Source: an optimization exercise on an open RTL-to-GDS flow (aim: small area, a short achievable clock period and few clock cycles per item). Production flows keep margins and buffers that such runs may drop. Only simulation tests tie the RTL to the original design; equivalence was not proved. Power figures rest on the tool's default switching activity, not on a simulated workload.

==> flow/design.v <==
module deq32 (
  input  wire               clk,
  input  wire               rst,         
  input  wire               in_valid,
  output wire               in_ready,
  input  wire [1:0]         in_mode,     
  input  wire signed [31:0] in_p0,       
  input  wire signed [31:0] in_p1,
  input  wire signed [31:0] in_p2,
  input  wire signed [31:0] in_p3,
  input  wire signed [31:0] in_p4,
  input  wire signed [31:0] in_p5,
  input  wire signed [9:0]  in_c,        
  input  wire signed [9:0]  in_es,       
  output wire               out_valid,
  input  wire               out_ready,
  output wire [31:0]        out_f        
);
  wire m23 = in_mode[1];
  wire m3  = in_mode[1] & in_mode[0];
  wire [31:0] ra  = {~in_p0[31], in_p0[30:0]};
  wire [31:0] rb1 = {~in_p1[31], in_p1[30:0]};
  wire [31:0] rb2 = {~in_p2[31], in_p2[30:0]};
  wire [31:0] rc0 = {~in_p3[31], in_p3[30:0]};
  wire [31:0] rc1 = {~in_p4[31], in_p4[30:0]};
  wire [31:0] rc2 = {~in_p5[31], in_p5[30:0]};
  wire [47:0] t;
  wire f1 = m23 & rc0[0];
  wire f2 = m3 & rc1[0];
  wire f3 = m3 & rc2[0];
  wire f4 = m23 & rc0[1];
  wire f5 = m3 & rc1[1];
  wire f6 = m3 & rc2[1];
  wire f7 = m23 & rc0[2];
  wire f8 = m3 & rc1[2];
  wire f9 = m3 & rc2[2];
  wire f10 = m23 & rc0[3];
  wire f11 = m3 & rc1[3];
  wire f12 = m3 & rc2[3];
  wire f13 = m23 & rc0[4];
  wire f14 = m3 & rc1[4];
  wire f15 = m3 & rc2[4];
  wire f16 = m23 & rc0[5];
  wire f17 = m3 & rc1[5];
  wire f18 = m3 & rc2[5];
  wire f19 = m23 & rc0[6];
  wire f20 = m3 & rc1[6];
  wire f21 = m3 & rc2[6];
  wire f22 = m23 & rc0[7];
  wire f23 = m3 & rc1[7];
  wire f24 = m3 & rc2[7];
  wire f25 = m23 & (rb1[0] ^ rb2[0] ^ rc0[8]);
  wire f26 = m23 & ((rb1[0] & rb2[0]) | (rb1[0] & rc0[8]) | (rb2[0] & rc0[8]));
  wire f27 = m3 & rc1[8];
  wire f28 = m3 & rc2[8];
  wire f29 = m23 & (rb1[1] ^ rb2[1] ^ rc0[9]);
  wire f30 = m23 & ((rb1[1] & rb2[1]) | (rb1[1] & rc0[9]) | (rb2[1] & rc0[9]));
  wire f31 = m3 & rc1[9];
  wire f32 = m3 & rc2[9];
  wire f33 = m23 & (rb1[2] ^ rb2[2] ^ rc0[10]);
  wire f34 = m23 & ((rb1[2] & rb2[2]) | (rb1[2] & rc0[10]) | (rb2[2] & rc0[10]));
  wire f35 = m3 & rc1[10];
  wire f36 = m3 & rc2[10];
  wire f37 = m23 & (rb1[3] ^ rb2[3] ^ rc0[11]);
  wire f38 = m23 & ((rb1[3] & rb2[3]) | (rb1[3] & rc0[11]) | (rb2[3] & rc0[11]));
  wire f39 = m3 & rc1[11];
  wire f40 = m3 & rc2[11];
  wire f41 = m23 & (rb1[4] ^ rb2[4] ^ rc0[12]);
  wire f42 = m23 & ((rb1[4] & rb2[4]) | (rb1[4] & rc0[12]) | (rb2[4] & rc0[12]));
  wire f43 = m3 & rc1[12];
  wire f44 = m3 & rc2[12];
  wire f45 = m23 & (rb1[5] ^ rb2[5] ^ rc0[13]);
  wire f46 = m23 & ((rb1[5] & rb2[5]) | (rb1[5] & rc0[13]) | (rb2[5] & rc0[13]));
  wire f47 = m3 & rc1[13];
  wire f48 = m3 & rc2[13];
  wire f49 = m23 & (rb1[6] ^ rb2[6] ^ rc0[14]);
  wire f50 = m23 & ((rb1[6] & rb2[6]) | (rb1[6] & rc0[14]) | (rb2[6] & rc0[14]));
  wire f51 = m3 & rc1[14];
  wire f52 = m3 & rc2[14];
  wire f53 = m23 & (rb1[7] ^ rb2[7] ^ rc0[15]);
  wire f54 = m23 & ((rb1[7] & rb2[7]) | (rb1[7] & rc0[15]) | (rb2[7] & rc0[15]));
  wire f55 = m3 & rc1[15];
  wire f56 = m3 & rc2[15];
  wire f57 = m23 & (rb1[8] ^ rb2[8] ^ rc0[16]);
  wire f58 = m23 & ((rb1[8] & rb2[8]) | (rb1[8] & rc0[16]) | (rb2[8] & rc0[16]));
  wire f59 = m3 & rc1[16];
  wire f60 = m3 & rc2[16];
  wire f61 = m23 & (rb1[9] ^ rb2[9] ^ rc0[17]);
  wire f62 = m23 & ((rb1[9] & rb2[9]) | (rb1[9] & rc0[17]) | (rb2[9] & rc0[17]));
  wire f63 = m3 & rc1[17];
  wire f64 = m3 & rc2[17];
  wire f65 = m23 & (rb1[10] ^ rb2[10] ^ rc0[18]);
  wire f66 = m23 & ((rb1[10] & rb2[10]) | (rb1[10] & rc0[18]) | (rb2[10] & rc0[18]));
  wire f67 = m3 & rc1[18];
  wire f68 = m3 & rc2[18];
  wire f69 = m23 & (rb1[11] ^ rb2[11] ^ rc0[19]);
  wire f70 = m23 & ((rb1[11] & rb2[11]) | (rb1[11] & rc0[19]) | (rb2[11] & rc0[19]));
  wire f71 = m3 & rc1[19];
  wire f72 = m3 & rc2[19];
  wire f73 = m23 & (rb1[12] ^ rb2[12] ^ rc0[20]);
  wire f74 = m23 & ((rb1[12] & rb2[12]) | (rb1[12] & rc0[20]) | (rb2[12] & rc0[20]));
  wire f75 = m3 & rc1[20];
  wire f76 = m3 & rc2[20];
  wire f77 = m23 & (rb1[13] ^ rb2[13] ^ rc0[21]);
  wire f78 = m23 & ((rb1[13] & rb2[13]) | (rb1[13] & rc0[21]) | (rb2[13] & rc0[21]));
  wire f79 = m3 & rc1[21];
  wire f80 = m3 & rc2[21];
  wire f81 = m23 & (rb1[14] ^ rb2[14] ^ rc0[22]);
  wire f82 = m23 & ((rb1[14] & rb2[14]) | (rb1[14] & rc0[22]) | (rb2[14] & rc0[22]));
  wire f83 = m3 & rc1[22];
  wire f84 = m3 & rc2[22];
  wire f85 = m23 & (rb1[15] ^ rb2[15] ^ rc0[23]);
  wire f86 = m23 & ((rb1[15] & rb2[15]) | (rb1[15] & rc0[23]) | (rb2[15] & rc0[23]));
  wire f87 = m3 & rc1[23];
  wire f88 = m3 & rc2[23];
  wire f89 = m23 & (rb1[16] ^ rb2[16] ^ rc0[24]);
  wire f90 = m23 & ((rb1[16] & rb2[16]) | (rb1[16] & rc0[24]) | (rb2[16] & rc0[24]));
  wire f91 = m3 & rc1[24];
  wire f92 = m3 & rc2[24];
  wire f93 = m23 & (rb1[17] ^ rb2[17] ^ rc0[25]);
  wire f94 = m23 & ((rb1[17] & rb2[17]) | (rb1[17] & rc0[25]) | (rb2[17] & rc0[25]));
  wire f95 = m3 & rc1[25];
  wire f96 = m3 & rc2[25];
  wire f97 = m23 & (rb1[18] ^ rb2[18] ^ rc0[26]);
  wire f98 = m23 & ((rb1[18] & rb2[18]) | (rb1[18] & rc0[26]) | (rb2[18] & rc0[26]));
  wire f99 = m3 & rc1[26];
  wire f100 = m3 & rc2[26];
  wire f101 = m23 & (rb1[19] ^ rb2[19] ^ rc0[27]);
  wire f102 = m23 & ((rb1[19] & rb2[19]) | (rb1[19] & rc0[27]) | (rb2[19] & rc0[27]));
  wire f103 = m3 & rc1[27];
  wire f104 = m3 & rc2[27];
  wire f105 = m23 & (rb1[20] ^ rb2[20] ^ rc0[28]);
  wire f106 = m23 & ((rb1[20] & rb2[20]) | (rb1[20] & rc0[28]) | (rb2[20] & rc0[28]));
  wire f107 = m3 & rc1[28];
  wire f108 = m3 & rc2[28];
  wire f109 = m23 & (rb1[21] ^ rb2[21] ^ rc0[29]);
  wire f110 = m23 & ((rb1[21] & rb2[21]) | (rb1[21] & rc0[29]) | (rb2[21] & rc0[29]));
  wire f111 = m3 & rc1[29];
  wire f112 = m3 & rc2[29];
  wire f113 = m23 & (rb1[22] ^ rb2[22] ^ rc0[30]);
  wire f114 = m23 & ((rb1[22] & rb2[22]) | (rb1[22] & rc0[30]) | (rb2[22] & rc0[30]));
  wire f115 = m3 & rc1[30];
  wire f116 = m3 & rc2[30];
  wire f117 = m23 & (rb1[23] ^ rb2[23] ^ rc0[31]);
  wire f118 = m23 & ((rb1[23] & rb2[23]) | (rb1[23] & rc0[31]) | (rb2[23] & rc0[31]));
  wire f119 = m3 & rc1[31];
  wire f120 = m3 & rc2[31];
  wire f121 = m23 & rb1[24];
  wire f122 = m23 & rb2[24];
  wire f123 = m23 & rb1[25];
  wire f124 = m23 & rb2[25];
  wire f125 = m23 & rb1[26];
  wire f126 = m23 & rb2[26];
  wire f127 = m23 & rb1[27];
  wire f128 = m23 & rb2[27];
  wire f129 = m23 & rb1[28];
  wire f130 = m23 & rb2[28];
  wire f131 = m23 & rb1[29];
  wire f132 = m23 & rb2[29];
  wire f133 = m23 & rb1[30];
  wire f134 = m23 & rb2[30];
  wire f135 = m23 & rb1[31];
  wire f136 = m23 & rb2[31];
  wire f137 = m23;
  wire f138 = (m23 & ~m3);
  wire f139 = m23;
  wire f140 = m23;
  wire f141 = m23;
  wire f142 = m23;
  wire f143 = m23;
  wire f144 = m23;
  wire f145 = m23;
  wire f146 = m23;
  wire f147 = m23;
  wire f148 = m23;
  wire f149 = m23;
  wire f150 = m23;
  wire f151 = m23;
  wire f152 = ~m23;
  wire ds1 = f54 ^ ra[0];
  wire dc1 = f54 & ra[0];
  wire ds2 = f58 ^ ra[1] ^ f61;
  wire dc2 = (f58 & ra[1]) | (f58 & f61) | (ra[1] & f61);
  wire ds3 = f62 ^ ra[2] ^ f65;
  wire dc3 = (f62 & ra[2]) | (f62 & f65) | (ra[2] & f65);
  wire ds4 = f66 ^ ra[3] ^ f69;
  wire dc4 = (f66 & ra[3]) | (f66 & f69) | (ra[3] & f69);
  wire ds5 = f70 ^ ra[4] ^ f73;
  wire dc5 = (f70 & ra[4]) | (f70 & f73) | (ra[4] & f73);
  wire ds6 = f74 ^ ra[5] ^ f77;
  wire dc6 = (f74 & ra[5]) | (f74 & f77) | (ra[5] & f77);
  wire ds7 = f78 ^ ra[6] ^ f81;
  wire dc7 = (f78 & ra[6]) | (f78 & f81) | (ra[6] & f81);
  wire ds8 = f82 ^ ra[7] ^ f85;
  wire dc8 = (f82 & ra[7]) | (f82 & f85) | (ra[7] & f85);
  wire ds9 = f86 ^ ra[8] ^ f89;
  wire dc9 = (f86 & ra[8]) | (f86 & f89) | (ra[8] & f89);
  wire ds10 = f90 ^ ra[9] ^ f93;
  wire dc10 = (f90 & ra[9]) | (f90 & f93) | (ra[9] & f93);
  wire ds11 = f94 ^ ra[10] ^ f97;
  wire dc11 = (f94 & ra[10]) | (f94 & f97) | (ra[10] & f97);
  wire ds12 = f98 ^ ra[11] ^ f101;
  wire dc12 = (f98 & ra[11]) | (f98 & f101) | (ra[11] & f101);
  wire ds13 = f102 ^ ra[12] ^ f105;
  wire dc13 = (f102 & ra[12]) | (f102 & f105) | (ra[12] & f105);
  wire ds14 = f106 ^ ra[13] ^ f109;
  wire dc14 = (f106 & ra[13]) | (f106 & f109) | (ra[13] & f109);
  wire ds15 = f110 ^ ra[14] ^ f113;
  wire dc15 = (f110 & ra[14]) | (f110 & f113) | (ra[14] & f113);
  wire ds16 = f114 ^ ra[15] ^ f117;
  wire dc16 = (f114 & ra[15]) | (f114 & f117) | (ra[15] & f117);
  wire ds17 = f119 ^ f120;
  wire dc17 = f119 & f120;
  wire ds18 = f118 ^ ra[16] ^ f121;
  wire dc18 = (f118 & ra[16]) | (f118 & f121) | (ra[16] & f121);
  wire ds19 = f122 ^ f138;
  wire dc19 = f122 & f138;
  wire ds20 = ra[17] ^ f123 ^ f124;
  wire dc20 = (ra[17] & f123) | (ra[17] & f124) | (f123 & f124);
  wire ds21 = ra[18] ^ f125;
  wire dc21 = ra[18] & f125;
  wire ds22 = ra[19] ^ f127;
  wire dc22 = ra[19] & f127;
  wire ds23 = ra[20] ^ f129;
  wire dc23 = ra[20] & f129;
  wire ds24 = ra[21] ^ f131;
  wire dc24 = ra[21] & f131;
  wire ds25 = ra[22] ^ f133;
  wire dc25 = ra[22] & f133;
  wire ds26 = ra[23] ^ f135;
  wire dc26 = ra[23] & f135;
  wire ds27 = f26 ^ f29;
  wire dc27 = f26 & f29;
  wire ds28 = f30 ^ f33 ^ f35;
  wire dc28 = (f30 & f33) | (f30 & f35) | (f33 & f35);
  wire ds29 = f34 ^ f37 ^ f39;
  wire dc29 = (f34 & f37) | (f34 & f39) | (f37 & f39);
  wire ds30 = f38 ^ f41 ^ f43;
  wire dc30 = (f38 & f41) | (f38 & f43) | (f41 & f43);
  wire ds31 = f42 ^ f45 ^ f47;
  wire dc31 = (f42 & f45) | (f42 & f47) | (f45 & f47);
  wire ds32 = f46 ^ f49 ^ f51;
  wire dc32 = (f46 & f49) | (f46 & f51) | (f49 & f51);
  wire ds33 = f50 ^ f53 ^ f55;
  wire dc33 = (f50 & f53) | (f50 & f55) | (f53 & f55);
  wire ds34 = ds1 ^ f57 ^ f59;
  wire dc34 = (ds1 & f57) | (ds1 & f59) | (f57 & f59);
  wire ds35 = dc1 ^ ds2 ^ f63;
  wire dc35 = (dc1 & ds2) | (dc1 & f63) | (ds2 & f63);
  wire ds36 = dc2 ^ ds3 ^ f67;
  wire dc36 = (dc2 & ds3) | (dc2 & f67) | (ds3 & f67);
  wire ds37 = dc3 ^ ds4 ^ f71;
  wire dc37 = (dc3 & ds4) | (dc3 & f71) | (ds4 & f71);
  wire ds38 = dc4 ^ ds5 ^ f75;
  wire dc38 = (dc4 & ds5) | (dc4 & f75) | (ds5 & f75);
  wire ds39 = dc5 ^ ds6 ^ f79;
  wire dc39 = (dc5 & ds6) | (dc5 & f79) | (ds6 & f79);
  wire ds40 = dc6 ^ ds7 ^ f83;
  wire dc40 = (dc6 & ds7) | (dc6 & f83) | (ds7 & f83);
  wire ds41 = dc7 ^ ds8 ^ f87;
  wire dc41 = (dc7 & ds8) | (dc7 & f87) | (ds8 & f87);
  wire ds42 = dc8 ^ ds9 ^ f91;
  wire dc42 = (dc8 & ds9) | (dc8 & f91) | (ds9 & f91);
  wire ds43 = dc9 ^ ds10 ^ f95;
  wire dc43 = (dc9 & ds10) | (dc9 & f95) | (ds10 & f95);
  wire ds44 = dc10 ^ ds11 ^ f99;
  wire dc44 = (dc10 & ds11) | (dc10 & f99) | (ds11 & f99);
  wire ds45 = dc11 ^ ds12 ^ f103;
  wire dc45 = (dc11 & ds12) | (dc11 & f103) | (ds12 & f103);
  wire ds46 = dc12 ^ ds13 ^ f107;
  wire dc46 = (dc12 & ds13) | (dc12 & f107) | (ds13 & f107);
  wire ds47 = dc13 ^ ds14 ^ f111;
  wire dc47 = (dc13 & ds14) | (dc13 & f111) | (ds14 & f111);
  wire ds48 = dc14 ^ ds15 ^ f115;
  wire dc48 = (dc14 & ds15) | (dc14 & f115) | (ds15 & f115);
  wire ds49 = dc15 ^ ds16 ^ ds17;
  wire dc49 = (dc15 & ds16) | (dc15 & ds17) | (ds16 & ds17);
  wire ds50 = dc16 ^ dc17 ^ ds18;
  wire dc50 = (dc16 & dc17) | (dc16 & ds18) | (dc17 & ds18);
  wire ds51 = dc18 ^ dc19 ^ ds20;
  wire dc51 = (dc18 & dc19) | (dc18 & ds20) | (dc19 & ds20);
  wire ds52 = dc20 ^ ds21 ^ f126;
  wire dc52 = (dc20 & ds21) | (dc20 & f126) | (ds21 & f126);
  wire ds53 = dc21 ^ ds22 ^ f128;
  wire dc53 = (dc21 & ds22) | (dc21 & f128) | (ds22 & f128);
  wire ds54 = dc22 ^ ds23 ^ f130;
  wire dc54 = (dc22 & ds23) | (dc22 & f130) | (ds23 & f130);
  wire ds55 = dc23 ^ ds24 ^ f132;
  wire dc55 = (dc23 & ds24) | (dc23 & f132) | (ds24 & f132);
  wire ds56 = dc24 ^ ds25 ^ f134;
  wire dc56 = (dc24 & ds25) | (dc24 & f134) | (ds25 & f134);
  wire ds57 = dc25 ^ ds26 ^ f136;
  wire dc57 = (dc25 & ds26) | (dc25 & f136) | (ds26 & f136);
  wire ds58 = f1 ^ f2;
  wire dc58 = f1 & f2;
  wire ds59 = f4 ^ f5 ^ f6;
  wire dc59 = (f4 & f5) | (f4 & f6) | (f5 & f6);
  wire ds60 = f7 ^ f8 ^ f9;
  wire dc60 = (f7 & f8) | (f7 & f9) | (f8 & f9);
  wire ds61 = f10 ^ f11 ^ f12;
  wire dc61 = (f10 & f11) | (f10 & f12) | (f11 & f12);
  wire ds62 = f13 ^ f14 ^ f15;
  wire dc62 = (f13 & f14) | (f13 & f15) | (f14 & f15);
  wire ds63 = f16 ^ f17 ^ f18;
  wire dc63 = (f16 & f17) | (f16 & f18) | (f17 & f18);
  wire ds64 = f19 ^ f20 ^ f21;
  wire dc64 = (f19 & f20) | (f19 & f21) | (f20 & f21);
  wire ds65 = f22 ^ f23 ^ f24;
  wire dc65 = (f22 & f23) | (f22 & f24) | (f23 & f24);
  wire ds66 = f25 ^ f27 ^ f28;
  wire dc66 = (f25 & f27) | (f25 & f28) | (f27 & f28);
  wire ds67 = ds27 ^ f31 ^ f32;
  wire dc67 = (ds27 & f31) | (ds27 & f32) | (f31 & f32);
  wire ds68 = dc27 ^ ds28 ^ f36;
  wire dc68 = (dc27 & ds28) | (dc27 & f36) | (ds28 & f36);
  wire ds69 = dc28 ^ ds29 ^ f40;
  wire dc69 = (dc28 & ds29) | (dc28 & f40) | (ds29 & f40);
  wire ds70 = dc29 ^ ds30 ^ f44;
  wire dc70 = (dc29 & ds30) | (dc29 & f44) | (ds30 & f44);
  wire ds71 = dc30 ^ ds31 ^ f48;
  wire dc71 = (dc30 & ds31) | (dc30 & f48) | (ds31 & f48);
  wire ds72 = dc31 ^ ds32 ^ f52;
  wire dc72 = (dc31 & ds32) | (dc31 & f52) | (ds32 & f52);
  wire ds73 = dc32 ^ ds33 ^ f56;
  wire dc73 = (dc32 & ds33) | (dc32 & f56) | (ds33 & f56);
  wire ds74 = dc33 ^ ds34 ^ f60;
  wire dc74 = (dc33 & ds34) | (dc33 & f60) | (ds34 & f60);
  wire ds75 = dc34 ^ ds35 ^ f64;
  wire dc75 = (dc34 & ds35) | (dc34 & f64) | (ds35 & f64);
  wire ds76 = dc35 ^ ds36 ^ f68;
  wire dc76 = (dc35 & ds36) | (dc35 & f68) | (ds36 & f68);
  wire ds77 = dc36 ^ ds37 ^ f72;
  wire dc77 = (dc36 & ds37) | (dc36 & f72) | (ds37 & f72);
  wire ds78 = dc37 ^ ds38 ^ f76;
  wire dc78 = (dc37 & ds38) | (dc37 & f76) | (ds38 & f76);
  wire ds79 = dc38 ^ ds39 ^ f80;
  wire dc79 = (dc38 & ds39) | (dc38 & f80) | (ds39 & f80);
  wire ds80 = dc39 ^ ds40 ^ f84;
  wire dc80 = (dc39 & ds40) | (dc39 & f84) | (ds40 & f84);
  wire ds81 = dc40 ^ ds41 ^ f88;
  wire dc81 = (dc40 & ds41) | (dc40 & f88) | (ds41 & f88);
  wire ds82 = dc41 ^ ds42 ^ f92;
  wire dc82 = (dc41 & ds42) | (dc41 & f92) | (ds42 & f92);
  wire ds83 = dc42 ^ ds43 ^ f96;
  wire dc83 = (dc42 & ds43) | (dc42 & f96) | (ds43 & f96);
  wire ds84 = dc43 ^ ds44 ^ f100;
  wire dc84 = (dc43 & ds44) | (dc43 & f100) | (ds44 & f100);
  wire ds85 = dc44 ^ ds45 ^ f104;
  wire dc85 = (dc44 & ds45) | (dc44 & f104) | (ds45 & f104);
  wire ds86 = dc45 ^ ds46 ^ f108;
  wire dc86 = (dc45 & ds46) | (dc45 & f108) | (ds46 & f108);
  wire ds87 = dc46 ^ ds47 ^ f112;
  wire dc87 = (dc46 & ds47) | (dc46 & f112) | (ds47 & f112);
  wire ds88 = dc47 ^ ds48 ^ f116;
  wire dc88 = (dc47 & ds48) | (dc47 & f116) | (ds48 & f116);
  wire ds89 = dc48 ^ ds49 ^ f137;
  wire dc89 = (dc48 & ds49) | (dc48 & f137) | (ds49 & f137);
  wire ds90 = dc49 ^ ds50 ^ ds19;
  wire dc90 = (dc49 & ds50) | (dc49 & ds19) | (ds50 & ds19);
  wire ds91 = dc50 ^ ds51 ^ f139;
  wire dc91 = (dc50 & ds51) | (dc50 & f139) | (ds51 & f139);
  wire ds92 = dc51 ^ ds52 ^ f140;
  wire dc92 = (dc51 & ds52) | (dc51 & f140) | (ds52 & f140);
  wire ds93 = dc52 ^ ds53 ^ f141;
  wire dc93 = (dc52 & ds53) | (dc52 & f141) | (ds53 & f141);
  wire ds94 = dc53 ^ ds54 ^ f142;
  wire dc94 = (dc53 & ds54) | (dc53 & f142) | (ds54 & f142);
  wire ds95 = dc54 ^ ds55 ^ f143;
  wire dc95 = (dc54 & ds55) | (dc54 & f143) | (ds55 & f143);
  wire ds96 = dc55 ^ ds56 ^ f144;
  wire dc96 = (dc55 & ds56) | (dc55 & f144) | (ds56 & f144);
  wire ds97 = dc56 ^ ds57 ^ f145;
  wire dc97 = (dc56 & ds57) | (dc56 & f145) | (ds57 & f145);
  wire ds98 = dc57 ^ dc26 ^ ra[24];
  wire dc98 = (dc57 & dc26) | (dc57 & ra[24]) | (dc26 & ra[24]);
  wire ds99 = ra[25] ^ f146;
  wire dc99 = ra[25] & f146;
  wire ds100 = ra[26] ^ f147;
  wire dc100 = ra[26] & f147;
  wire ds101 = ra[27] ^ f148;
  wire dc101 = ra[27] & f148;
  wire ds102 = ra[28] ^ f149;
  wire dc102 = ra[28] & f149;
  wire ds103 = ra[29] ^ f150;
  wire dc103 = ra[29] & f150;
  wire ds104 = ra[30] ^ f151;
  wire dc104 = ra[30] & f151;
  wire ds105 = ra[31] ^ f152;
  wire dc105 = ra[31] & f152;
  wire [47:0] tx = {dc104, dc103, dc102, dc101, dc100, dc99, dc98, dc97, dc96, dc95, dc94, dc93, dc92, dc91, dc90, dc89, dc88, dc87, dc86, dc85, dc84, dc83, dc82, dc81, dc80, dc79, dc78, dc77, dc76, dc75, dc74, dc73, dc72, dc71, dc70, dc69, dc68, dc67, dc66, dc65, dc64, dc63, dc62, dc61, dc60, dc59, dc58, ds58};
  wire [47:0] ty = {ds105, ds104, ds103, ds102, ds101, ds100, ds99, ds98, ds97, ds96, ds95, ds94, ds93, ds92, ds91, ds90, ds89, ds88, ds87, ds86, ds85, ds84, ds83, ds82, ds81, ds80, ds79, ds78, ds77, ds76, ds75, ds74, ds73, ds72, ds71, ds70, ds69, ds68, ds67, ds66, ds65, ds64, ds63, ds62, ds61, ds60, ds59, f3};
  wire [47:0] cp_p0 = tx ^ ty;
  wire [47:0] cp_g0 = tx & ty;
  wire cp_gg1 = cp_g0[1] | (cp_p0[1] & cp_g0[0]);
  wire cp_gg2 = cp_g0[3] | (cp_p0[3] & cp_g0[2]);
  wire cp_pp2 = cp_p0[3] & cp_p0[2];
  wire cp_gg3 = cp_g0[5] | (cp_p0[5] & cp_g0[4]);
  wire cp_pp3 = cp_p0[5] & cp_p0[4];
  wire cp_gg4 = cp_g0[7] | (cp_p0[7] & cp_g0[6]);
  wire cp_pp4 = cp_p0[7] & cp_p0[6];
  wire cp_gg5 = cp_g0[9] | (cp_p0[9] & cp_g0[8]);
  wire cp_pp5 = cp_p0[9] & cp_p0[8];
  wire cp_gg6 = cp_g0[11] | (cp_p0[11] & cp_g0[10]);
  wire cp_pp6 = cp_p0[11] & cp_p0[10];
  wire cp_gg7 = cp_g0[13] | (cp_p0[13] & cp_g0[12]);
  wire cp_pp7 = cp_p0[13] & cp_p0[12];
  wire cp_gg8 = cp_g0[15] | (cp_p0[15] & cp_g0[14]);
  wire cp_pp8 = cp_p0[15] & cp_p0[14];
  wire cp_gg9 = cp_g0[17] | (cp_p0[17] & cp_g0[16]);
  wire cp_pp9 = cp_p0[17] & cp_p0[16];
  wire cp_gg10 = cp_g0[19] | (cp_p0[19] & cp_g0[18]);
  wire cp_pp10 = cp_p0[19] & cp_p0[18];
  wire cp_gg11 = cp_g0[21] | (cp_p0[21] & cp_g0[20]);
  wire cp_pp11 = cp_p0[21] & cp_p0[20];
  wire cp_gg12 = cp_g0[23] | (cp_p0[23] & cp_g0[22]);
  wire cp_pp12 = cp_p0[23] & cp_p0[22];
  wire cp_gg13 = cp_g0[25] | (cp_p0[25] & cp_g0[24]);
  wire cp_pp13 = cp_p0[25] & cp_p0[24];
  wire cp_gg14 = cp_g0[27] | (cp_p0[27] & cp_g0[26]);
  wire cp_pp14 = cp_p0[27] & cp_p0[26];
  wire cp_gg15 = cp_g0[29] | (cp_p0[29] & cp_g0[28]);
  wire cp_pp15 = cp_p0[29] & cp_p0[28];
  wire cp_gg16 = cp_g0[31] | (cp_p0[31] & cp_g0[30]);
  wire cp_pp16 = cp_p0[31] & cp_p0[30];
  wire cp_gg17 = cp_g0[33] | (cp_p0[33] & cp_g0[32]);
  wire cp_pp17 = cp_p0[33] & cp_p0[32];
  wire cp_gg18 = cp_g0[35] | (cp_p0[35] & cp_g0[34]);
  wire cp_pp18 = cp_p0[35] & cp_p0[34];
  wire cp_gg19 = cp_g0[37] | (cp_p0[37] & cp_g0[36]);
  wire cp_pp19 = cp_p0[37] & cp_p0[36];
  wire cp_gg20 = cp_g0[39] | (cp_p0[39] & cp_g0[38]);
  wire cp_pp20 = cp_p0[39] & cp_p0[38];
  wire cp_gg21 = cp_g0[41] | (cp_p0[41] & cp_g0[40]);
  wire cp_pp21 = cp_p0[41] & cp_p0[40];
  wire cp_gg22 = cp_g0[43] | (cp_p0[43] & cp_g0[42]);
  wire cp_pp22 = cp_p0[43] & cp_p0[42];
  wire cp_gg23 = cp_g0[45] | (cp_p0[45] & cp_g0[44]);
  wire cp_pp23 = cp_p0[45] & cp_p0[44];
  wire cp_gg24 = cp_g0[47] | (cp_p0[47] & cp_g0[46]);
  wire cp_pp24 = cp_p0[47] & cp_p0[46];
  wire cp_gg25 = cp_g0[2] | (cp_p0[2] & cp_gg1);
  wire cp_gg26 = cp_gg2 | (cp_pp2 & cp_gg1);
  wire cp_gg27 = cp_g0[6] | (cp_p0[6] & cp_gg3);
  wire cp_pp27 = cp_p0[6] & cp_pp3;
  wire cp_gg28 = cp_gg4 | (cp_pp4 & cp_gg3);
  wire cp_pp28 = cp_pp4 & cp_pp3;
  wire cp_gg29 = cp_g0[10] | (cp_p0[10] & cp_gg5);
  wire cp_pp29 = cp_p0[10] & cp_pp5;
  wire cp_gg30 = cp_gg6 | (cp_pp6 & cp_gg5);
  wire cp_pp30 = cp_pp6 & cp_pp5;
  wire cp_gg31 = cp_g0[14] | (cp_p0[14] & cp_gg7);
  wire cp_pp31 = cp_p0[14] & cp_pp7;
  wire cp_gg32 = cp_gg8 | (cp_pp8 & cp_gg7);
  wire cp_pp32 = cp_pp8 & cp_pp7;
  wire cp_gg33 = cp_g0[18] | (cp_p0[18] & cp_gg9);
  wire cp_pp33 = cp_p0[18] & cp_pp9;
  wire cp_gg34 = cp_gg10 | (cp_pp10 & cp_gg9);
  wire cp_pp34 = cp_pp10 & cp_pp9;
  wire cp_gg35 = cp_g0[22] | (cp_p0[22] & cp_gg11);
  wire cp_pp35 = cp_p0[22] & cp_pp11;
  wire cp_gg36 = cp_gg12 | (cp_pp12 & cp_gg11);
  wire cp_pp36 = cp_pp12 & cp_pp11;
  wire cp_gg37 = cp_g0[26] | (cp_p0[26] & cp_gg13);
  wire cp_pp37 = cp_p0[26] & cp_pp13;
  wire cp_gg38 = cp_gg14 | (cp_pp14 & cp_gg13);
  wire cp_pp38 = cp_pp14 & cp_pp13;
  wire cp_gg39 = cp_g0[30] | (cp_p0[30] & cp_gg15);
  wire cp_pp39 = cp_p0[30] & cp_pp15;
  wire cp_gg40 = cp_gg16 | (cp_pp16 & cp_gg15);
  wire cp_pp40 = cp_pp16 & cp_pp15;
  wire cp_gg41 = cp_g0[34] | (cp_p0[34] & cp_gg17);
  wire cp_pp41 = cp_p0[34] & cp_pp17;
  wire cp_gg42 = cp_gg18 | (cp_pp18 & cp_gg17);
  wire cp_pp42 = cp_pp18 & cp_pp17;
  wire cp_gg43 = cp_g0[38] | (cp_p0[38] & cp_gg19);
  wire cp_pp43 = cp_p0[38] & cp_pp19;
  wire cp_gg44 = cp_gg20 | (cp_pp20 & cp_gg19);
  wire cp_pp44 = cp_pp20 & cp_pp19;
  wire cp_gg45 = cp_g0[42] | (cp_p0[42] & cp_gg21);
  wire cp_pp45 = cp_p0[42] & cp_pp21;
  wire cp_gg46 = cp_gg22 | (cp_pp22 & cp_gg21);
  wire cp_pp46 = cp_pp22 & cp_pp21;
  wire cp_gg47 = cp_g0[46] | (cp_p0[46] & cp_gg23);
  wire cp_pp47 = cp_p0[46] & cp_pp23;
  wire cp_gg48 = cp_gg24 | (cp_pp24 & cp_gg23);
  wire cp_pp48 = cp_pp24 & cp_pp23;
  wire cp_gg49 = cp_g0[4] | (cp_p0[4] & cp_gg26);
  wire cp_gg50 = cp_gg3 | (cp_pp3 & cp_gg26);
  wire cp_gg51 = cp_gg27 | (cp_pp27 & cp_gg26);
  wire cp_gg52 = cp_gg28 | (cp_pp28 & cp_gg26);
  wire cp_gg53 = cp_g0[12] | (cp_p0[12] & cp_gg30);
  wire cp_pp53 = cp_p0[12] & cp_pp30;
  wire cp_gg54 = cp_gg7 | (cp_pp7 & cp_gg30);
  wire cp_pp54 = cp_pp7 & cp_pp30;
  wire cp_gg55 = cp_gg31 | (cp_pp31 & cp_gg30);
  wire cp_pp55 = cp_pp31 & cp_pp30;
  wire cp_gg56 = cp_gg32 | (cp_pp32 & cp_gg30);
  wire cp_pp56 = cp_pp32 & cp_pp30;
  wire cp_gg57 = cp_g0[20] | (cp_p0[20] & cp_gg34);
  wire cp_pp57 = cp_p0[20] & cp_pp34;
  wire cp_gg58 = cp_gg11 | (cp_pp11 & cp_gg34);
  wire cp_pp58 = cp_pp11 & cp_pp34;
  wire cp_gg59 = cp_gg35 | (cp_pp35 & cp_gg34);
  wire cp_pp59 = cp_pp35 & cp_pp34;
  wire cp_gg60 = cp_gg36 | (cp_pp36 & cp_gg34);
  wire cp_pp60 = cp_pp36 & cp_pp34;
  wire cp_gg61 = cp_g0[28] | (cp_p0[28] & cp_gg38);
  wire cp_pp61 = cp_p0[28] & cp_pp38;
  wire cp_gg62 = cp_gg15 | (cp_pp15 & cp_gg38);
  wire cp_pp62 = cp_pp15 & cp_pp38;
  wire cp_gg63 = cp_gg39 | (cp_pp39 & cp_gg38);
  wire cp_pp63 = cp_pp39 & cp_pp38;
  wire cp_gg64 = cp_gg40 | (cp_pp40 & cp_gg38);
  wire cp_pp64 = cp_pp40 & cp_pp38;
  wire cp_gg65 = cp_g0[36] | (cp_p0[36] & cp_gg42);
  wire cp_pp65 = cp_p0[36] & cp_pp42;
  wire cp_gg66 = cp_gg19 | (cp_pp19 & cp_gg42);
  wire cp_pp66 = cp_pp19 & cp_pp42;
  wire cp_gg67 = cp_gg43 | (cp_pp43 & cp_gg42);
  wire cp_pp67 = cp_pp43 & cp_pp42;
  wire cp_gg68 = cp_gg44 | (cp_pp44 & cp_gg42);
  wire cp_pp68 = cp_pp44 & cp_pp42;
  wire cp_gg69 = cp_g0[44] | (cp_p0[44] & cp_gg46);
  wire cp_pp69 = cp_p0[44] & cp_pp46;
  wire cp_gg70 = cp_gg23 | (cp_pp23 & cp_gg46);
  wire cp_pp70 = cp_pp23 & cp_pp46;
  wire cp_gg71 = cp_gg47 | (cp_pp47 & cp_gg46);
  wire cp_pp71 = cp_pp47 & cp_pp46;
  wire cp_gg72 = cp_gg48 | (cp_pp48 & cp_gg46);
  wire cp_pp72 = cp_pp48 & cp_pp46;
  wire cp_gg73 = cp_g0[8] | (cp_p0[8] & cp_gg52);
  wire cp_gg74 = cp_gg5 | (cp_pp5 & cp_gg52);
  wire cp_gg75 = cp_gg29 | (cp_pp29 & cp_gg52);
  wire cp_gg76 = cp_gg30 | (cp_pp30 & cp_gg52);
  wire cp_gg77 = cp_gg53 | (cp_pp53 & cp_gg52);
  wire cp_gg78 = cp_gg54 | (cp_pp54 & cp_gg52);
  wire cp_gg79 = cp_gg55 | (cp_pp55 & cp_gg52);
  wire cp_gg80 = cp_gg56 | (cp_pp56 & cp_gg52);
  wire cp_gg81 = cp_g0[24] | (cp_p0[24] & cp_gg60);
  wire cp_pp81 = cp_p0[24] & cp_pp60;
  wire cp_gg82 = cp_gg13 | (cp_pp13 & cp_gg60);
  wire cp_pp82 = cp_pp13 & cp_pp60;
  wire cp_gg83 = cp_gg37 | (cp_pp37 & cp_gg60);
  wire cp_pp83 = cp_pp37 & cp_pp60;
  wire cp_gg84 = cp_gg38 | (cp_pp38 & cp_gg60);
  wire cp_pp84 = cp_pp38 & cp_pp60;
  wire cp_gg85 = cp_gg61 | (cp_pp61 & cp_gg60);
  wire cp_pp85 = cp_pp61 & cp_pp60;
  wire cp_gg86 = cp_gg62 | (cp_pp62 & cp_gg60);
  wire cp_pp86 = cp_pp62 & cp_pp60;
  wire cp_gg87 = cp_gg63 | (cp_pp63 & cp_gg60);
  wire cp_pp87 = cp_pp63 & cp_pp60;
  wire cp_gg88 = cp_gg64 | (cp_pp64 & cp_gg60);
  wire cp_pp88 = cp_pp64 & cp_pp60;
  wire cp_gg89 = cp_g0[40] | (cp_p0[40] & cp_gg68);
  wire cp_pp89 = cp_p0[40] & cp_pp68;
  wire cp_gg90 = cp_gg21 | (cp_pp21 & cp_gg68);
  wire cp_pp90 = cp_pp21 & cp_pp68;
  wire cp_gg91 = cp_gg45 | (cp_pp45 & cp_gg68);
  wire cp_pp91 = cp_pp45 & cp_pp68;
  wire cp_gg92 = cp_gg46 | (cp_pp46 & cp_gg68);
  wire cp_pp92 = cp_pp46 & cp_pp68;
  wire cp_gg93 = cp_gg69 | (cp_pp69 & cp_gg68);
  wire cp_pp93 = cp_pp69 & cp_pp68;
  wire cp_gg94 = cp_gg70 | (cp_pp70 & cp_gg68);
  wire cp_pp94 = cp_pp70 & cp_pp68;
  wire cp_gg95 = cp_gg71 | (cp_pp71 & cp_gg68);
  wire cp_pp95 = cp_pp71 & cp_pp68;
  wire cp_gg96 = cp_gg72 | (cp_pp72 & cp_gg68);
  wire cp_pp96 = cp_pp72 & cp_pp68;
  wire cp_gg97 = cp_g0[16] | (cp_p0[16] & cp_gg80);
  wire cp_gg98 = cp_gg9 | (cp_pp9 & cp_gg80);
  wire cp_gg99 = cp_gg33 | (cp_pp33 & cp_gg80);
  wire cp_gg100 = cp_gg34 | (cp_pp34 & cp_gg80);
  wire cp_gg101 = cp_gg57 | (cp_pp57 & cp_gg80);
  wire cp_gg102 = cp_gg58 | (cp_pp58 & cp_gg80);
  wire cp_gg103 = cp_gg59 | (cp_pp59 & cp_gg80);
  wire cp_gg104 = cp_gg60 | (cp_pp60 & cp_gg80);
  wire cp_gg105 = cp_gg81 | (cp_pp81 & cp_gg80);
  wire cp_gg106 = cp_gg82 | (cp_pp82 & cp_gg80);
  wire cp_gg107 = cp_gg83 | (cp_pp83 & cp_gg80);
  wire cp_gg108 = cp_gg84 | (cp_pp84 & cp_gg80);
  wire cp_gg109 = cp_gg85 | (cp_pp85 & cp_gg80);
  wire cp_gg110 = cp_gg86 | (cp_pp86 & cp_gg80);
  wire cp_gg111 = cp_gg87 | (cp_pp87 & cp_gg80);
  wire cp_gg112 = cp_gg88 | (cp_pp88 & cp_gg80);
  wire cp_gg113 = cp_g0[32] | (cp_p0[32] & cp_gg112);
  wire cp_gg114 = cp_gg17 | (cp_pp17 & cp_gg112);
  wire cp_gg115 = cp_gg41 | (cp_pp41 & cp_gg112);
  wire cp_gg116 = cp_gg42 | (cp_pp42 & cp_gg112);
  wire cp_gg117 = cp_gg65 | (cp_pp65 & cp_gg112);
  wire cp_gg118 = cp_gg66 | (cp_pp66 & cp_gg112);
  wire cp_gg119 = cp_gg67 | (cp_pp67 & cp_gg112);
  wire cp_gg120 = cp_gg68 | (cp_pp68 & cp_gg112);
  wire cp_gg121 = cp_gg89 | (cp_pp89 & cp_gg112);
  wire cp_gg122 = cp_gg90 | (cp_pp90 & cp_gg112);
  wire cp_gg123 = cp_gg91 | (cp_pp91 & cp_gg112);
  wire cp_gg124 = cp_gg92 | (cp_pp92 & cp_gg112);
  wire cp_gg125 = cp_gg93 | (cp_pp93 & cp_gg112);
  wire cp_gg126 = cp_gg94 | (cp_pp94 & cp_gg112);
  wire cp_gg127 = cp_gg95 | (cp_pp95 & cp_gg112);
  wire cp_gg128 = cp_gg96 | (cp_pp96 & cp_gg112);
  wire [47:0] cp_c = {cp_gg127, cp_gg126, cp_gg125, cp_gg124, cp_gg123, cp_gg122, cp_gg121, cp_gg120, cp_gg119, cp_gg118, cp_gg117, cp_gg116, cp_gg115, cp_gg114, cp_gg113, cp_gg112, cp_gg111, cp_gg110, cp_gg109, cp_gg108, cp_gg107, cp_gg106, cp_gg105, cp_gg104, cp_gg103, cp_gg102, cp_gg101, cp_gg100, cp_gg99, cp_gg98, cp_gg97, cp_gg80, cp_gg79, cp_gg78, cp_gg77, cp_gg76, cp_gg75, cp_gg74, cp_gg73, cp_gg52, cp_gg51, cp_gg50, cp_gg49, cp_gg26, cp_gg25, cp_gg1, cp_g0[0], 1'b0};
  assign t = cp_p0 ^ cp_c;
  wire signed [11:0] kr = $signed({{2{in_c[9]}}, in_c}) + $signed({{2{in_es[9]}}, in_es})
                        + (m3 ? 12'sd132 : m23 ? 12'sd116 : 12'sd100);
  wire [8:0] kb = (kr < -12'sd72) ? -9'sd72 : (kr > 12'sd255) ? 9'd255 : kr[8:0];
  reg         v1_q, valid_q;
  reg  [47:0] t_q;
  reg  [8:0]  kb_q;
  reg  [31:0] f_q;
  wire [31:0] f;
  wire en   = out_ready | ~valid_q;
  wire en_t = en | ~v1_q;
  assign in_ready  = out_ready;
  assign out_valid = valid_q;
  assign out_f     = f_q;
  always @(posedge clk) begin
    if (rst) begin
      v1_q    <= 1'b0;
      valid_q <= 1'b0;
    end else if (en) begin
      v1_q    <= in_valid & out_ready;
      valid_q <= v1_q;
    end
  end
  always @(posedge clk) begin
    if (en_t) begin
      t_q  <= t;
      kb_q <= kb;
    end
    if (en & v1_q)
      f_q  <= f;
  end
  wire        sign = t_q[47];
  wire [46:0] v    = t_q[46:0] ^ {47{sign}};
  wire              deep = $signed(kb_q) < -9'sd47;
  wire [8:0]  nk1 = ~kb_q;
  wire        snt = ~nk1[8] & (nk1[7:6] == 2'd0);
  reg  [46:0] one;
  integer i;
  always @(*)
    for (i = 0; i < 47; i = i + 1)
      one[i] = snt & (nk1[5:0] == i);
  wire [46:0] vm = v | one;
  wire [63:0] l0 = {17'd0, vm};
  wire [31:0] a1, v1; wire [15:0] v2; wire [31:0] a2; wire [7:0] v3; wire [23:0] a3;
  wire [3:0] v4; wire [15:0] a4; wire [1:0] v5; wire [9:0] a5;
  genvar g;
  generate
    for (g = 0; g < 32; g = g + 1) begin : lz1
      assign v1[g] = l0[2*g+1] | l0[2*g];
      assign a1[g] = l0[2*g+1];
    end
    for (g = 0; g < 16; g = g + 1) begin : lz2
      assign v2[g] = v1[2*g+1] | v1[2*g];
      assign a2[2*g+1:2*g] = v1[2*g+1] ? {1'b1, a1[2*g+1]} : {1'b0, a1[2*g]};
    end
    for (g = 0; g < 8; g = g + 1) begin : lz3
      assign v3[g] = v2[2*g+1] | v2[2*g];
      assign a3[3*g+2:3*g] = v2[2*g+1] ? {1'b1, a2[4*g+3:4*g+2]} : {1'b0, a2[4*g+1:4*g]};
    end
    for (g = 0; g < 4; g = g + 1) begin : lz4
      assign v4[g] = v3[2*g+1] | v3[2*g];
      assign a4[4*g+3:4*g] = v3[2*g+1] ? {1'b1, a3[6*g+5:6*g+3]} : {1'b0, a3[6*g+2:6*g]};
    end
    for (g = 0; g < 2; g = g + 1) begin : lz5
      assign v5[g] = v4[2*g+1] | v4[2*g];
      assign a5[5*g+4:5*g] = v4[2*g+1] ? {1'b1, a4[8*g+7:8*g+4]} : {1'b0, a4[8*g+3:8*g]};
    end
  endgenerate
  wire [5:0] q = v5[1] ? {1'b1, a5[9:5]} : {1'b0, a5[4:0]};
  reg  [5:0]  tz;
  always @(*) begin
    tz = 6'd47;
    for (i = 46; i >= 0; i = i - 1)
      if (t_q[i]) tz = i[5:0];
  end
  wire        zero = (tz == 6'd47);
  wire [6:0]  sh = deep ? ~kb_q[6:0] : {1'b0, q};
  wire [95:0] s6 = {25'd0, v, {24{sign}}};
  wire [87:0] s5 = {s6[87:32], {25{~sh[6]}} & s6[31:7],
                    sh[6] ? s6[70:64] : s6[6:0]};
  wire [55:0] s4 = sh[5] ? s5[87:32] : s5[55:0];
  wire [39:0] s3 = sh[4] ? s4[55:16] : s4[39:0];
  wire [31:0] s2 = sh[3] ? s3[39:8]  : s3[31:0];
  wire [27:0] s1 = sh[2] ? s2[31:4]  : s2[27:0];
  wire [25:0] s0 = sh[1] ? s1[27:2]  : s1[25:0];
  wire [24:0] win = sh[0] ? s0[25:1] : s0[24:0];
  wire [23:0] kv  = win[24:1];
  wire        gv  = win[0];
  wire        st  = ({1'b0, tz} + 7'd25) <= sh;
  wire        inc = sign ? (gv | (~st & kv[0])) : (gv & (st | kv[0]));
  wire [24:0] mant = {1'b0, kv} + {24'd0, inc};
  wire signed [10:0] ebase = $signed({5'd0, sh}) + $signed({{2{kb_q[8]}}, kb_q});
  wire signed [10:0] fexp  = ebase + 11'sd1 + $signed({9'd0, mant[24:23]});
  wire        ovf = ~zero & (fexp >= 11'sd255);
  assign f = ovf ? {sign, 8'hFF, 23'd0}
                 : {sign, zero ? 8'd0 : fexp[7:0], mant[22:0]};
endmodule
==> flow/flow/run.sh <==
#!/bin/bash
set -euo pipefail
bash standard.sh SETUP_SLACK_MARGIN=13.8 \
  BUFFER_PORTS_ARGS="-buffer_cell sky130_fd_sc_hd__buf_1" \
  finish > standard_flow.log 2>&1
==> flow/standard.sh <==
#!/bin/bash
# synth_recipe.tcl (not shown) runs the flow's synth.tcl, then flattens the netlist and writes it again
# the make line also repeats each setting of config.mk as NAME=value (left out here)
make -C /OpenROAD-flow-scripts/flow DESIGN_CONFIG=/design/flow/config.mk WORK_HOME=/design/flow/orfs CLKGATE_MAP_FILE= SYNTH_SCRIPT=/design/flow/synth_recipe.tcl "${@:-finish}"
==> flow/config.mk <==
export PLATFORM = sky130hd
export DESIGN_NAME = deq32
export DESIGN_NICKNAME = deq32
export VERILOG_FILES = /design/flow/design.v
export SDC_FILE = /design/flow/constraint.sdc
export NUM_CORES = 4
export LEC_CHECK = 0
export ABC_AREA = 1
export CAP_MARGIN = 20
export CORE_MARGIN = 2
export CORE_UTILIZATION = 65
export CTS_BUF_LIST = sky130_fd_sc_hd__clkbuf_8
export SLEW_MARGIN = 20
==> flow/constraint.sdc <==
create_clock -name core_clock -period 24.0 [get_ports {clk}]
set_input_delay 4.8000 -clock core_clock [delete_from_list [all_inputs] [get_ports {clk}]]
set_output_delay 4.8000 -clock core_clock [all_outputs]
set_load 0.01 [all_outputs]
==> results of run 1 <==
worst paths after layout:
kind / startpoint / to
worst max-delay path: out_ready / in_ready
worst min-delay path: v1_q / valid_q
worst max register to register: t_q[47] / f_q[4]
worst min register to register: v1_q / valid_q
synthesized netlist by cell type, types with 3 or more instances:
master | instances | area, um2
nand3_2 | 5 | 50.1
buf_2 | 16 | 80.1
nand3_1 | 48 | 240
xnor2_2 | 15 | 244
o311ai_0 | 4 | 35.0
nand4_1 | 4 | 25.0
or2_2 | 8 | 50.1
clkinv_1 | 3 | 11.3
o31ai_1 | 6 | 45.0
nor2_4 | 9 | 101
o21ai_0 | 114 | 571
o21ai_2 | 10 | 87.6
inv_1 | 411 | 1540
xnor2_1 | 41 | 359
nor2_1 | 134 | 503
o21ai_1 | 57 | 285
nor3_1 | 14 | 70.1
o21a_1 | 11 | 82.6
xor2_1 | 48 | 420
nor2_2 | 12 | 75.1
buf_6 | 10 | 113
mux2i_1 | 9 | 90.1
nand2_2 | 8 | 50.1
o21bai_1 | 11 | 82.6
a211oi_1 | 6 | 45.0
o211ai_1 | 16 | 120
edfxtp_1 | 89 | 2670
nand2_1 | 417 | 1570
fa_1 | 124 | 2480
inv_2 | 21 | 78.8
ha_1 | 102 | 1280
a22o_1 | 3 | 26.3
a21oi_2 | 5 | 43.8
a21oi_1 | 95 | 475
buf_1 | 5 | 18.8
nor4_1 | 11 | 68.8
clkbuf_1 | 24 | 90.1
a31oi_1 | 10 | 62.6
nor3_2 | 4 | 40.0
state kept, by name, indices dropped and copies added, names as in the netlist:
| signal | count |
|---|---|
| v1_q | 1 |
| valid_q | 1 |
| t_q | 48 |
| f_q | 32 |
| kb_q | 9 |
power by group through the flow:
stage	registers, mW	logic [mW]	clock network, mW
floorplan	0.329	1.18	0
global placement	0.334	1.46	0
detailed placement	0.337	1.52	0
CTS	0.333	1.53	0.122
global route	0.340	1.75	0.127
finish	0.334	1.57	0.122
final cells by class:
cell class / instances / area share
Clock buffer: 10 / 0.00856
Timing Repair Buffer: 258 / 0.0635
Multi-Input combinational cell: 1395 / 0.629
Sequential cell: 91 / 0.169
Clock inverter: 6 / 0.00521
Tap cell: 285 / 0.0222
Inverter: 437 / 0.102
Antenna cell: 1 / 0.000156
placed cells by master (no fill, tap or decap), types with 16 or more instances in the layout:
master      n
o21ai_0   112
xnor2_1    41
nand3_1    47
nand2_1   415
xor2_1     48
ha_1      102
buf_1     250
o211ai_1   16
edfxtp_1   89
nor2_1    134
o21ai_1    59
inv_2      21
inv_1     412
a21oi_1    88
fa_1      124
metal layers:
layer / vias up / GRT usage
met5: - / 0
met4: 0 / 0.144
met3: 103 / 0.0364
met2: 553 / 0.633
met1: 6445 / 0.398
li1: 6670 / -
repair_timing:
action                     4_1_cts  5_1_grt
buffers inserted                 0        1
gates cloned                     0        1
pin swaps                        0        2
gates resized for setup          5       22
setup endpoints to repair       26       49
kinds of logic after synthesis:
logic type | Yosys count | synth area share
other cells | 1 | 0.000255
flops | 91 | 0.184
fa+ha+maj | 226 | 0.255
compound gates | 370 | 0.147
buf+inv | 496 | 0.136
simple gates | 683 | 0.199
mux | 9 | 0.00612
xor+xnor | 105 | 0.0714
==> metrics.md, run 1 <==
| Metric | Value |
|---|---|
| Status | timing/DRC/antenna clean |
| Crit-path max cell delay | between 150 and 200 ps |
| Starting Density | 0.656 |
| Largest net degree at the start of global routing | 59 |
| Final WS setup | between 10000 and 15000 ps |
| WL/cell | around 17 um |
| Root buffer cell | clkbuf_8 |
| Placed cell areas | roughly 16000 um2 |
| Post-synth EDFFs | about 90 |
| Synth Instances | 1981 |
| Post-Route M1 WL | ~16000 um |
| Routed WL | 41200 um |
| Reg area | 2710 um2 |
| Area grow syn2layout | 9.19% |
| Mapped Area | between 10000 and 15000 um2 |
| Hold Fails Final Rpt | 0 |
| Num rows | between 50 and 60 |
| GP Congestion | ~1 |
| Worst Setup End Kind | primary output |
| Leak | around 8.0 nW |
| CTS Buffer Depth | 2 |
| Total power | around 2.0 mW |
| Flop2flop setup slack | ~15000 ps |
| Area taken by multi-input logic gates | 10100 um2 |
| Slowest cell on crit path | buf_1 |
| Fmax achieved | a little over 100 MHz |
| Logic pwr share | 0.775 |
| Register bit total from synthesis | 91 |
| Maxcap violations | 0 |
| Fin crit share | 0.412 |
| Worst vdd ir | just under 80 uV |
| Tightest Pin Transition | 883 ps |
| Synth Flop Type | edfxtp_1 |
| Critical Path Stages | 2 |
| Antenna violations before repair | 1 |
| Final core occ | 0.717 |
| Layout cells sized above 1 | 0.0687 |
| Rel. slew slack | 0.406 |
| Post-Syn Area per Cell | approximately 7.4 um2 |
| Die W | approximately 150 um |
| Yosys warns | 1 |
| Worst-path maximum fanout | 3 |
| WP buf/inv | 2 |
| Total negative slack | 0 ps |
| First-pass GRT wire length | between 60000 and 70000 um |
| Clock power share | 0.060 |
| CTS Buf Count | 9 |
| First-pass DRT Iterations | 5 |
| Sink Count | slightly above 90 |
| Hold Path Cell Cnt | 2 |
| Layout Cells excl Fill | 2483 |
| Die height | 155 um |
| Worst Path Arrival | between 5000 and 6000 ps |
| Port buffer count | ~250 |
| H-tree Lvls | 3 |
| GRT overflow | 0 |
| Endpoints failing setup | 0 |
| Hold Path Class | reg2reg |
| Cell mode on critical path | buf_1 |
| Final routed DRC violation total | 0 |
| Metal2 WL | approximately 21000 um |
| Num ports | about 250 |
| CTS tree | yes |
| Initial DRC Count | 1074 |
| Max layer used | met4 |
| Sw Share | 0.566 |
| Clk Latency, worst-skew pair | a little over 400 ps |
| Setup WS pre-CTS | around 13000 ps |
| Routed Antenna Nets | 0 |
| DP HPWL | about 34000 um |
| RSZ-0062 raised after global routing | true |
| Tot GR Track Use | 0.340 |
| CTS clk-pin slew, worst paths | approximately 90 ps |
| Power per standard cell area | 126 nW/um2 |
| Dpl cells | ~2500 |
| Pint | around 880 uW |
| Sequential share of the synthesized area | 0.184 |
| Sequential share of power | 0.165 |
| Met3 WL | ~2200 um |
| Vias in the first global route | 13600 |
| CP delay by family, top | buffers and inverters |
| Async SR Flop Fraction | 0 |
| Critical-path cell list | buf_1 > buf_1 |
| Worst path required time | 19200 ps |
| Cell count of the worst reg-to-reg path | 51 |
| Post-Synthesis Net Count | 2425 |
| Hold_buf cts | 0 |
| Die area | about 24000 um2 |
| Final clock skew | 17.3 ps |
| Net Sw Power | 1.15 mW |
| Core area | 22400 um2 |
| Final net count | around 2600 |
| Final slew viol count | 0 |
| Fillers | roughly 1700 |
| Vias | roughly 14000 |
| Final Cell Area | 16100 um2 |
| Synth unique cells | 69 |
| Via density | ~5.5 |
| Critical path class | in2out |
| Tmin final | 9890 ps |
| Hold slack final | 520 ps |
| Worst setup SP type | primary input |
Testbench counts, summed over its fixed seeds: cycles 16,016, items 16,000.
==> run 2: changes to the inputs <==
==> flow/flow/run.sh (replaced) <==
#!/bin/bash
set -euo pipefail
bash standard.sh SETUP_SLACK_MARGIN=14 \
  BUFFER_PORTS_ARGS="-buffer_cell sky130_fd_sc_hd__buf_1" \
  finish > standard_flow.log 2>&1
--- a/flow/config.mk
+++ b/flow/config.mk
@@ -10,3 +10,3 @@
 export CORE_MARGIN = 2
-export CORE_UTILIZATION = 65
+export CORE_UTILIZATION = 60
 export CTS_BUF_LIST = sky130_fd_sc_hd__clkbuf_8
==> run 2 against run 1 <==
  * Combinational power about the same
  * Register-to-register slack better by 70 ps
  * Sequential share of layout area down 0.11 points
  * Global-route usage down 4.9 points
  * Design area up 0.66%
  * Critical path depth unchanged
  * Area after synthesis unchanged
  * Via count down 4.4%
  * Worst setup slack worse by 10 ps
  * Non-clock buffer count up 7
  * Routed wire length down 9.4%
==> metrics.md, run 2 <==
| Metric | Value |
|---|---|
| GRT overflow | 0 (unchanged) |
| Hold Fails Final Rpt | 0 (unchanged) |
| WP buf/inv | 2 (unchanged) |
| Clk Latency, worst-skew pair | 400 ps (about the same) |
| Die height | 161 um (+4.0%) |
| Initial DRC Count | 892 (-17%) |
| Leak | 8.04 nW (+0.35%) |
| Worst path required time | 19200 ps (about the same) |
| Post-synth EDFFs | 89 (unchanged) |
| Routed WL | 37400 um (-9.4%) |
| Post-Synthesis Net Count | 2425 (unchanged) |
| Fillers | 2051 (+22%) |
| Layout cells sized above 1 | 0.0726 (+0.00387) |
| Slowest cell on crit path | buf_1 |
| Worst Setup End Kind | primary output |
| Net Sw Power | 1.13 mW (-1.3%) |
| First-pass DRT Iterations | 5 (unchanged) |
| Final Cell Area | 16200 um2 (+0.66%) |
| First-pass GRT wire length | 60500 um (-6.1%) |
| Final clock skew | 15.6 ps (-1.74 ps) |
| Vias | 13200 (-4.4%) |
| Starting Density | 0.609 (-0.0473) |
| Endpoints failing setup | 0 (unchanged) |
| Port buffer count | 251 (unchanged) |
| Largest net degree at the start of global routing | 63 (+6.8%) |
| Largest registers | t_q: 48 flops, f_q: 32 flops, kb_q: 9 flops |
| Tot GR Track Use | 0.291 (-0.0491) |
| Critical path class | in2out |
| Post-Syn Area per Cell | 7.43 um2 (unchanged) |
| Num rows | 57 (+3.6%) |
| Count leader, synth | nand2_1 |
| Core area | 24200 um2 (+7.8%) |
| Mapped Area | 14700 um2 (unchanged) |
| Antenna cells | 0 (-1) |
| Tightest Pin Transition | 780 ps (-103 ps) |
| Routed Antenna Nets | 0 (unchanged) |
| RSZ-0062 raised after global routing | false |
| Die area | 25800 um2 (+8.1%) |
| Fmax achieved | 101 MHz (-0.11%) |
| Yosys warns | 1 (unchanged) |
| H-tree Lvls | 3 (unchanged) |
| Most area-consuming cells after synthesis | edfxtp_1, fa_1, nand2_1 |
| Antenna violations before repair | 0 (-1) |
| Clock power share | 0.054 (-0.006) |
| Worst-path maximum fanout | 3 (unchanged) |
| Critical-path cell list | buf_1 > buf_1 |
| Final slew viol count | 0 (unchanged) |
| Hold_buf cts | 0 (unchanged) |
| Tmin final | 9900 ps (+10.5 ps) |
| CTS Buf Count | 9 (unchanged) |
| Worst Path Arrival | 5100 ps (about the same) |
| Post-synth top cells | nand2_1, inv_1, nor2_1 |
| Cell mode on critical path | buf_1 |
| Area grow syn2layout | 9.91% |
| Area share of the leading cell type in the synthesized netlist | 0.181 (unchanged) |
| Maxcap violations | 0 (unchanged) |
| Total negative slack | 0 ps (unchanged) |
| Commonest non-fill, non-tap cell in the layout | nand2_1 |
| GP Congestion | 0.948 (-3.9%) |
| CTS clk-pin slew, worst paths | 90 ps (about the same) |
| Logic pwr share | 0.779 (+0.004) |
| CTS tree | yes |
| CP delay by family, top | buffers and inverters |
| WL/cell | 14.8 um (-11%) |
| Worst vdd ir | 73.1 uV (-5.7%) |
| Synth Instances | 1981 (unchanged) |
| Synth Flop Type | edfxtp_1 |
| Die W | 161 um (+4.0%) |
| Rel. slew slack | 0.478 (+0.0720) |
| Pint | 870 uW (-1.0%) |
| Root buffer cell | clkbuf_8 |
| Sequential share of the synthesized area | 0.184 (unchanged) |
| Async SR Flop Fraction | 0 (unchanged) |
| Most frequent cells in the layout | nand2_1, inv_1, buf_1 |
| Num ports | 252 (unchanged) |
| Vias in the first global route | 12800 (-6.3%) |
| Final net count | 2643 (+0.27%) |
| CTS Buffer Depth | 2 (unchanged) |
| Sink Count | 91 (unchanged) |
| Via density | 5.21 (-6.1%) |
| Sequential share of power | 0.167 (+0.002) |
| Crit-path max cell delay | 170 ps (about the same) |
| Register bit total from synthesis | 91 (unchanged) |
| Status | timing/DRC/antenna clean |
| DP HPWL | 31200 um (-7.9%) |
| Synth area leader | edfxtp_1 |
| Power per standard cell area | 124 nW/um2 (-1.8%) |
| Register with the most flip-flops | t_q |
| Final routed DRC violation total | 0 (unchanged) |
| Synth unique cells | 69 (unchanged) |
| Max reg flops | 48 (unchanged) |
| Placed cell areas | 15800 um2 (+0.41%) |
| Sw Share | 0.566 (about the same) |
| Worst setup SP type | primary input |
| Hold Path Class | reg2reg |
| Fin crit share | 0.412 (+0.000437) |
## run 2: cell counts after synthesis
No cell type changed its count.
## run 2: area by class of cell
type                       instances  area [um2]  area share
inverter                         437        1650       0.102
sequential                        91        2710       0.168
timing repair buffer             265        1090      0.0672
tap                              324         405      0.0250
clock inverter                     7        67.6     0.00417
multi-input combinational       1395       10100       0.626
clock buffer                       9         124     0.00765
## run 2: path summary, 6_finish.rpt
check                           startpoint  endpoint  slack, ps  depth (start not counted)
worst max-delay path             out_ready  in_ready      14100                          2
worst min-delay path               valid_q   valid_q        530                          2
worst max register to register     t_q[47]   f_q[11]      14650                         50
worst min register to register     valid_q   valid_q        530                          2
## run 2: tightest hold or removal path: stages, from the launching register on
cell	delay, ps
dfxtp_1	360
nand2_1	80
a21oi_1	50
## run 2: cells by family (layout without fill, tap and decap cells)
family                   Yosys count  count (layout)  synth area share
buffers and inverters            496             718             0.136
XOR/XNOR                         105             105            0.0714
AND/OR/NAND/NOR                  683             684             0.199
flip-flops                        91              91             0.184
multiplexers                       9               9           0.00612
AO/OA/AOI/OAI                    370             370             0.147
other                              1               1          0.000255
adder cells (fa/ha/maj)          226             226             0.255
## run 2: stage by stage
step	hold slack (ps)	setup WS, ps	power (mW)	util	cells
2_1_floorplan	445	14270	1.51	-	1981
3_3_place_gp	492	13370	1.82	0.653	2505
3_5_place_dp	515	13130	1.85	0.653	2505
4_1_cts	533	13990	1.96	0.663	2521
5_1_grt	560	13960	2.21	0.669	2528
6_report	530	14100	2.00	0.669	2528
## run 2: layer usage
layer,share of wire,vias to the layer above,track usage
li1,-,6689,-
met1,0.42,6047,0.369
met2,0.50,379,0.533
met3,0.049,49,0.0243
met4,0.027,0,0.0827
met5,0,-,0
## run 2: what timing repair did
action                     in CTS  in global routing
resized for setup              10                 24
pin swaps                       0                  5
buffers inserted                0                  6
setup endpoints to repair      38                 49
hold endpoints to repair        0                  0
gates cloned                    0                  1
## run 2: power groups by stage
stage	combinational, mW	clock, mW	sequential (mW)
final	1.56	0.109	0.334
after global placement	1.48	0	0.338
after global routing	1.75	0.117	0.340
after detailed placement	1.51	0	0.340
after floorplan	1.18	0	0.329
after CTS	1.52	0.110	0.336

==> static timing again, ports no longer ideal <==
No port has a modelled driver above. Below, the same layouts with a new extraction and two added sets of constraints.
Step 1 sets driving cells, clkbuf_16 on the clock port and buf_2 on the other inputs (assumed; they add their load-dependent delay and slew).
Step 2, shift: input delay + t, output delay - t, t = (earliest + latest rising clock arrival at the registers) / 2. This alone moves slack from input paths to output paths.
Three values: ideal, step 1, step 2; two values: the first two.
run	shift t [ns]	setup slack, ns	hold WS [ns]	worst data-port slew with drivers (ns)
run 1	0.444	14.115 / 14.090 / 13.740	0.520 / 0.520 / 0.520	0.12
run 2	0.429	14.104 / 14.075 / 14.050	0.530 / 0.530 / 0.530	0.08
After both steps setup and hold are still met in every run listed. The setup slack of run 1, which loses most, moves by -0.025 ns with the drivers and by -0.375 ns with both steps.
